Context: an optimization exercise on an open-source flow, tuned for small area, a short achievable clock period and few clock cycles. The choices shown serve that exercise and are no tape-out recipe. Function was checked by simulation only, so behaviour that the tests miss may differ from the original. Power is estimated from default activity; no workload was simulated.

==> flow/design.v (excerpt) <==
module regr_solve (
    input  wire                clk,
    input  wire                rst,
    input  wire                start,
    input  wire [16:0]         n_in,
    input  wire [39:0]         sx_in,
    input  wire signed [47:0]  sy_in,
    input  wire [63:0]         sxx_in,
    input  wire signed [71:0]  sxy_in,
    output wire                ready,
    output wire                done,
    output wire                degen,
    output wire signed [81:0]  delta,
    output wire signed [89:0]  bnum,
    output wire signed [105:0] b
);
clock: 20.0 ns
lec_check: 0
cap_margin: 20
core_margin: 2
core_utilization: 55
slew_margin: 20
standard.sh (not shown) runs the stock make flow with config.mk's settings and CLKGATE_MAP_FILE= SYNTH_SCRIPT=/design/flow/synth_recipe.tcl, a recipe that flattens the netlist after the stock synthesis.
==> flow/flow/run.sh <==
#!/bin/bash
# The standard layout (standard.sh, unchanged synthesis and steps), with the
# ports buffered by buf_2 cells instead of the buffer that buffer_ports picks
# on its own. Each tool's output goes to the logs that standard.sh keeps;
# standard.sh's own output goes to standard.log.
set -e
export BUFFER_PORTS_ARGS="-buffer_cell sky130_fd_sc_hd__buf_2"
bash standard.sh > standard.log 2>&1
Testbench counts at the start, summed over its fixed seeds: cycles 18,823.
==> next run, changes <==
--- a/flow/design.v
+++ b/flow/design.v
@@ -663,38 +663,39 @@
     reg [81:0]  o_delta;
     reg [82:0]  o_d3;      
     reg [89:0]  o_bnum;
     reg [81:0]  rem;       
     reg [105:0] dq;        
     reg [5:0]   d_cnt;     
     reg         d_run, d_sign, o_neg, o_degen, o_done, o_ready;
-    reg  [2:0]  d_pos;     
+    reg  [5:0]  d_pos;     
     wire [2:0]  x_f  = {m_k[2:1], 1'b0};
     wire [96:0] x_m  = {7'd0, c_b} << x_f;
     wire        x_12 = m_k >= 8'd96;
     wire        x_11 = ~x_12 & (m_k >= 8'd88);
     wire        x_10 = ~x_12 & ~x_11 & (m_k >= 8'd80);
     wire        x_9  = ~x_12 & ~x_11 & ~x_10 & (m_k >= 8'd72);
     wire        x_0  = m_k < 8'd72;
     wire [187:0] x_pair = (x_0  ? {75'd0, x_m, 16'd0} : 188'd0)
                         | (x_9  ? {3'd0, x_m, 88'd0}  : 188'd0)
                         | (x_10 ? {x_m[91:0], 96'd0}  : 188'd0)
                         | (x_11 ? {x_m[83:0], 104'd0} : 188'd0)
                         | (x_12 ? {x_m[75:0], 112'd0} : 188'd0);
     wire [5:0]  x_cnt = (x_12 ? 6'd5 : x_11 ? 6'd9 : x_10 ? 6'd13 : x_9 ? 6'd17 : 6'd53) - {4'd0, m_k[2:1]};
-    wire [84:0] n_d   = {3'd0, o_delta};
-    wire [84:0] n_d3  = {2'd0, o_d3};
-    wire [84:0] n_a   = {{2{rem[81]}}, rem, dq[105]};
-    wire [84:0] n_b   = {rem[81], rem, dq[105:104]};
-    wire [84:0] n_w1  = n_a + (n_d ^ {85{d_pos[0]}}) + {84'd0, d_pos[0]};
-    wire [84:0] n_vm  = n_b + (d_pos[1] ? ~n_d3 : n_d) + {84'd0, d_pos[1]};    
-    wire [84:0] n_vp  = n_b + (d_pos[2] ? ~n_d : n_d3) + {84'd0, d_pos[2]};    
-    wire        n_q1  = ~n_w1[84];
-    wire [84:0] n_w2  = (n_vm & {85{n_q1}}) | (n_vp & {85{~n_q1}});
-    wire        n_q2  = ~n_w2[84];
+    wire [87:0] n_d   = {6'd0, o_delta};
+    wire [87:0] n_d3  = {5'd0, o_d3};
+    wire [87:0] n_a   = {{5{rem[81]}}, rem, dq[105]} ^ {88{d_pos[0]}};
+    wire [87:0] n_b   = {{4{rem[81]}}, rem, dq[105:104]} ^ {88{d_pos[0]}};
+    wire [87:0] n_s1  = n_a + n_d;
+    wire [87:0] n_sm  = n_b + (d_pos[1] ? n_d3 : n_d);    
+    wire [87:0] n_sp  = n_b + (d_pos[2] ? n_d : n_d3);    
+    wire        n_q1  = ~(n_s1[87] ^ d_pos[5]);
+    wire [87:0] n_ss  = (n_sm & {88{n_q1}}) | (n_sp & {88{~n_q1}});
+    wire [87:0] n_w2  = n_ss ^ {{6{d_pos[5]}}, {41{d_pos[4]}}, {41{d_pos[3]}}};
+    wire        n_q2  = ~n_w2[87];
     wire d_free = ~d_run & ~d_sign;
     wire xfer   = m_full & d_free;
     wire acc_st = start & o_ready;
     wire m_last = m_run & (m_i == 4'd0);
     wire d_last = d_run & (d_cnt == 6'd1);
     wire m_run_n  = acc_st | (m_run & ~m_last);
     wire m_res_n  = m_last;
@@ -749,15 +750,15 @@
             m_neg   <= p_neg;
             m_degen <= s_d[81] | ~ld_v;
             m_k     <= p_k;
         end
         m_i  <= o_ready ? in_top : nx_i;
         m_dg <= o_ready ? in_dg : nx_dg;
         rem   <= xfer ? x_pair[187:106] : n_w2[81:0];
-        d_pos <= xfer ? 3'b111 : ~n_w2[84:82];
+        d_pos <= xfer ? 6'b111111 : ~n_w2[87:82];
         d_cnt <= xfer ? x_cnt : d_cnt - 6'd1;
         if (xfer) begin
             o_delta <= s_d;
             o_d3    <= c_d;
             o_bnum  <= s_b;
             o_neg   <= m_neg;
             o_degen <= m_degen;
After rerunning:
- power went up by about a fifth
- wire length came out higher by a few percent
- core utilization hardly moves
- design area is higher by a few percent
- clock power fell by a few percent
- synthesized area grows by a few percent
Testbench counts after the change, summed over its fixed seeds: cycles 18,823.

-- what the ideal ports hide --
How much do the figures lean on ideal ports? The routed layouts below were timed once more, with nothing changed but the port constraints. Step 1 (the two cells are an assumption about what drives the block):
set clk [get_ports {clk}]
set_driving_cell -lib_cell sky130_fd_sc_hd__clkbuf_16 $clk
set_driving_cell -lib_cell sky130_fd_sc_hd__buf_2 [delete_from_list [all_inputs] $clk]
Step 2 moves the port delays by t, midway between the first and last clock arrival at a register: inputs arrive t later, outputs are due t later. That takes back most of the time a late clock gives input paths. a / b / c = no drivers / after step 1 / after step 2; a / b = the first two.
| run | shift t [ns] | setup slack, ns | worst setup path at the end |
|---|---|---|---|
| the first run | 0.906 | 13.696 / 13.696 / 13.696 | register to register |
| the second run | 0.909 | 12.694 / 12.694 / 12.694 | register to register |
After both steps setup and hold are still met in every run listed.
